What follows belongs to an exercise in optimizing a design on an open flow for small area, a short achievable clock period and few clock cycles; a production flow would make more cautious choices.
Function was checked by simulation only, so behaviour that the tests miss may differ from the original.

==> flow/design.v (excerpt) <==
module biquad (
    input  wire        clk,
    input  wire        rst,         
    input  wire        in_valid,
    output reg         in_ready,
    input  wire [31:0] in_x,
    input  wire [31:0] in_b0,
    input  wire [31:0] in_b1,
    input  wire [31:0] in_b2,
    input  wire [31:0] in_a1,
    input  wire [31:0] in_a2,
    output reg         out_valid,
    output wire [31:0] out_y
);
Size in the first run: ~300 flip-flops, roughly 230 I/O pins.
==> flow/config.mk <==
export PLATFORM = sky130hd
export DESIGN_NAME = biquad
export DESIGN_NICKNAME = biquad
export VERILOG_FILES = /design/flow/design.v
export SDC_FILE = /design/flow/constraint.sdc
export NUM_CORES = 4
export LEC_CHECK = 0
export CAP_MARGIN = 40
export CORE_MARGIN = 2
export CORE_UTILIZATION = 40
export PLACE_DENSITY = 0.6
export SLEW_MARGIN = 40
==> flow/constraint.sdc <==
create_clock -name core_clock -period 20.0 [get_ports {clk}]
set_input_delay 4.0000 -clock core_clock [delete_from_list [all_inputs] [get_ports {clk}]]
set_output_delay 4.0000 -clock core_clock [all_outputs]
set_load 0.01 [all_outputs]
standard.sh (not shown) runs the stock make flow with config.mk's settings and CLKGATE_MAP_FILE= SYNTH_SCRIPT=/design/flow/synth_recipe.tcl, a recipe that flattens the netlist after the stock synthesis.
==> flow/flow/run.sh <==
#!/bin/bash
# Standard layout (the standard.sh, unchanged synthesis). Timing repair
# up to clock tree synthesis aims for a larger setup margin on the worst
# path only; after global routing no further timing repair is asked for.
set -eo pipefail
cp config.mk config.orig.mk
SETUP_SLACK_MARGIN=13 TNS_END_PERCENT=0 bash standard.sh cts > standard_cts.log 2>&1
SETUP_SLACK_MARGIN=0 TNS_END_PERCENT=0 bash standard.sh > standard_finish.log 2>&1
Testbench counts at the start, summed over its fixed seeds: cycles 60,008.
Rerun with:
--- a/flow/design.v
+++ b/flow/design.v
@@ -22,20 +22,51 @@
                 end else begin : ps
                     assign g[l+1][i] = g[l][i];
                     assign q[l+1][i] = q[l][i];
                 end
             end
         end
     endgenerate
     assign s  = p ^ {g[L][W-2:0], ci};
     assign co = g[L][W-1];
 endmodule
+module bq_adds #(parameter W = 28) (
+    input  wire [W-1:0] a,
+    input  wire [W-1:0] b,
+    input  wire         ci,
+    output wire [W-1:0] s,
+    output wire         co
+);
+    localparam L = (W <= 2) ? 1 : (W <= 4) ? 2 : (W <= 8) ? 3 : (W <= 16) ? 4 : (W <= 32) ? 5 : (W <= 64) ? 6 : 7;
+    wire [W-1:0] p = a ^ b;
+    wire [W-1:0] g [0:L];
+    wire [W-1:0] q [0:L];
+    assign g[0] = (a & b) | {{(W-1){1'b0}}, p[0] & ci};
+    assign q[0] = p;
+    genvar l, i;
+    generate
+        for (l = 0; l < L; l = l + 1) begin : lv
+            for (i = 0; i < W; i = i + 1) begin : bt
+                if ((i >> l) & 1) begin : cm
+                    localparam integer J = ((i >> l) << l) - 1;
+                    assign g[l+1][i] = g[l][i] | (q[l][i] & g[l][J]);
+                    assign q[l+1][i] = q[l][i] & q[l][J];
+                end else begin : ps
+                    assign g[l+1][i] = g[l][i];
+                    assign q[l+1][i] = q[l][i];
+                end
+            end
+        end
+    endgenerate
+    assign s  = p ^ {g[L][W-2:0], ci};
+    assign co = g[L][W-1];
+endmodule
 module bq_add2 #(parameter W = 26) (
     input  wire [W-1:0] a,
     input  wire [W-1:0] b,
     output wire [W-1:0] s0,
     output wire [W-1:0] s1,
     output wire         co0,
     output wire         co1
 );
     localparam L = (W <= 2) ? 1 : (W <= 4) ? 2 : (W <= 8) ? 3 : (W <= 16) ? 4 : (W <= 32) ? 5 : (W <= 64) ? 6 : 7;
     wire [W-1:0] p = a ^ b;
@@ -385,22 +416,22 @@
     wire        f_ovf  = f_c ? (f_rc ? (f_x >= 8'd253) : (f_x >= 8'd254)) :
                          f_n ? (f_rc ? (f_x >= 8'd254) : 1'b0) : 1'b0;
     wire        f_tiny = ~f_c & ~f_n & (~f_sum[25] | (f_x == 8'd1));
     wire [31:0] f_r    = f_tiny ? 32'd0 :
                          f_ovf  ? {f_s, 8'hFF, 23'd0} : {f_s, f_e, f_frac};
     wire [23:0] n_m0, n_m1;
     wire        n_m0_co, n_m1_co;
     bq_add2 #(.W(24)) u_nab (.a(ma), .b(~mb), .s0(n_m0), .s1(n_m1), .co0(n_m0_co), .co1(n_m1_co));
     wire [24:0] n_d1a, n_d1b;
     wire        n_d1a_co, n_d1b_co;
-    bq_add #(.W(25)) u_nd1a (.a({ma, 1'b0}), .b(~{1'b0, mb}), .ci(1'b1), .s(n_d1a), .co(n_d1a_co));
-    bq_add #(.W(25)) u_nd1b (.a({mb, 1'b0}), .b(~{1'b0, ma}), .ci(1'b1), .s(n_d1b), .co(n_d1b_co));
+    bq_adds #(.W(25)) u_nd1a (.a({ma, 1'b0}), .b(~{1'b0, mb}), .ci(1'b1), .s(n_d1a), .co(n_d1a_co));
+    bq_adds #(.W(25)) u_nd1b (.a({mb, 1'b0}), .b(~{1'b0, ma}), .ci(1'b1), .s(n_d1b), .co(n_d1b_co));
     wire [24:0] n_d1 = a_ge ? n_d1a : n_d1b;
     wire [24:0] n_dv = d0 ? {(n_m1_co ? n_m1 : ~n_m0), 1'b0} : n_d1;
     wire        n_s  = d0 ? (n_m1_co ? sa : sb) : f_s;
     wire [5:0]  n_lz6;
     bq_lzc32 u_nlz (.x({n_dv, 7'd0}), .n(n_lz6));
     wire [4:0]  n_lz = n_lz6[4:0];
     wire        n_zero = n_lz6[5];
     wire [24:0] n_nl = n_dv << n_lz;
     wire        n_up = n_dv[24] & n_dv[0] & n_dv[1];
     wire [23:0] n_inc;
Effect: Core utilization is lower by 0.13 points. Worst setup slack improves by 0.18 ns. Area after synthesis drops slightly. Die area fell slightly. Final cell count shrinks slightly. Sequential share of layout area grows by 0.19 points.
Testbench counts after the change, summed over its fixed seeds: cycles 60,008.

==> port drivers added, routing unchanged <==
The results above use ideal ports. As a check the final layouts listed here were re-extracted and re-timed, cells and wires unchanged.
Step 1: set_driving_cell puts a clkbuf_16 on clk and a buf_2 on each other input, an assumption about the parent block.
Step 2, shift: input delay + t, output delay - t, t = (earliest + latest rising clock arrival at the registers) / 2. This alone moves slack from input paths to output paths.
Three values: ideal, step 1, step 2; two values: the first two.
run | t (ns) | slack for setup (ns) | clock arrival spread, ns | slew at the worst register clock pin (ns) | worst data-port slew with drivers (ns)
the first run | 0.656 | 11.724 / 11.724 / 11.724 | 0.055 / 0.054 | 0.07 / 0.07 | 0.11
the second run | 0.679 | 11.900 / 11.900 / 11.900 | 0.056 / 0.056 | 0.07 / 0.07 | 0.12
After both steps setup and hold are still met in every run listed.
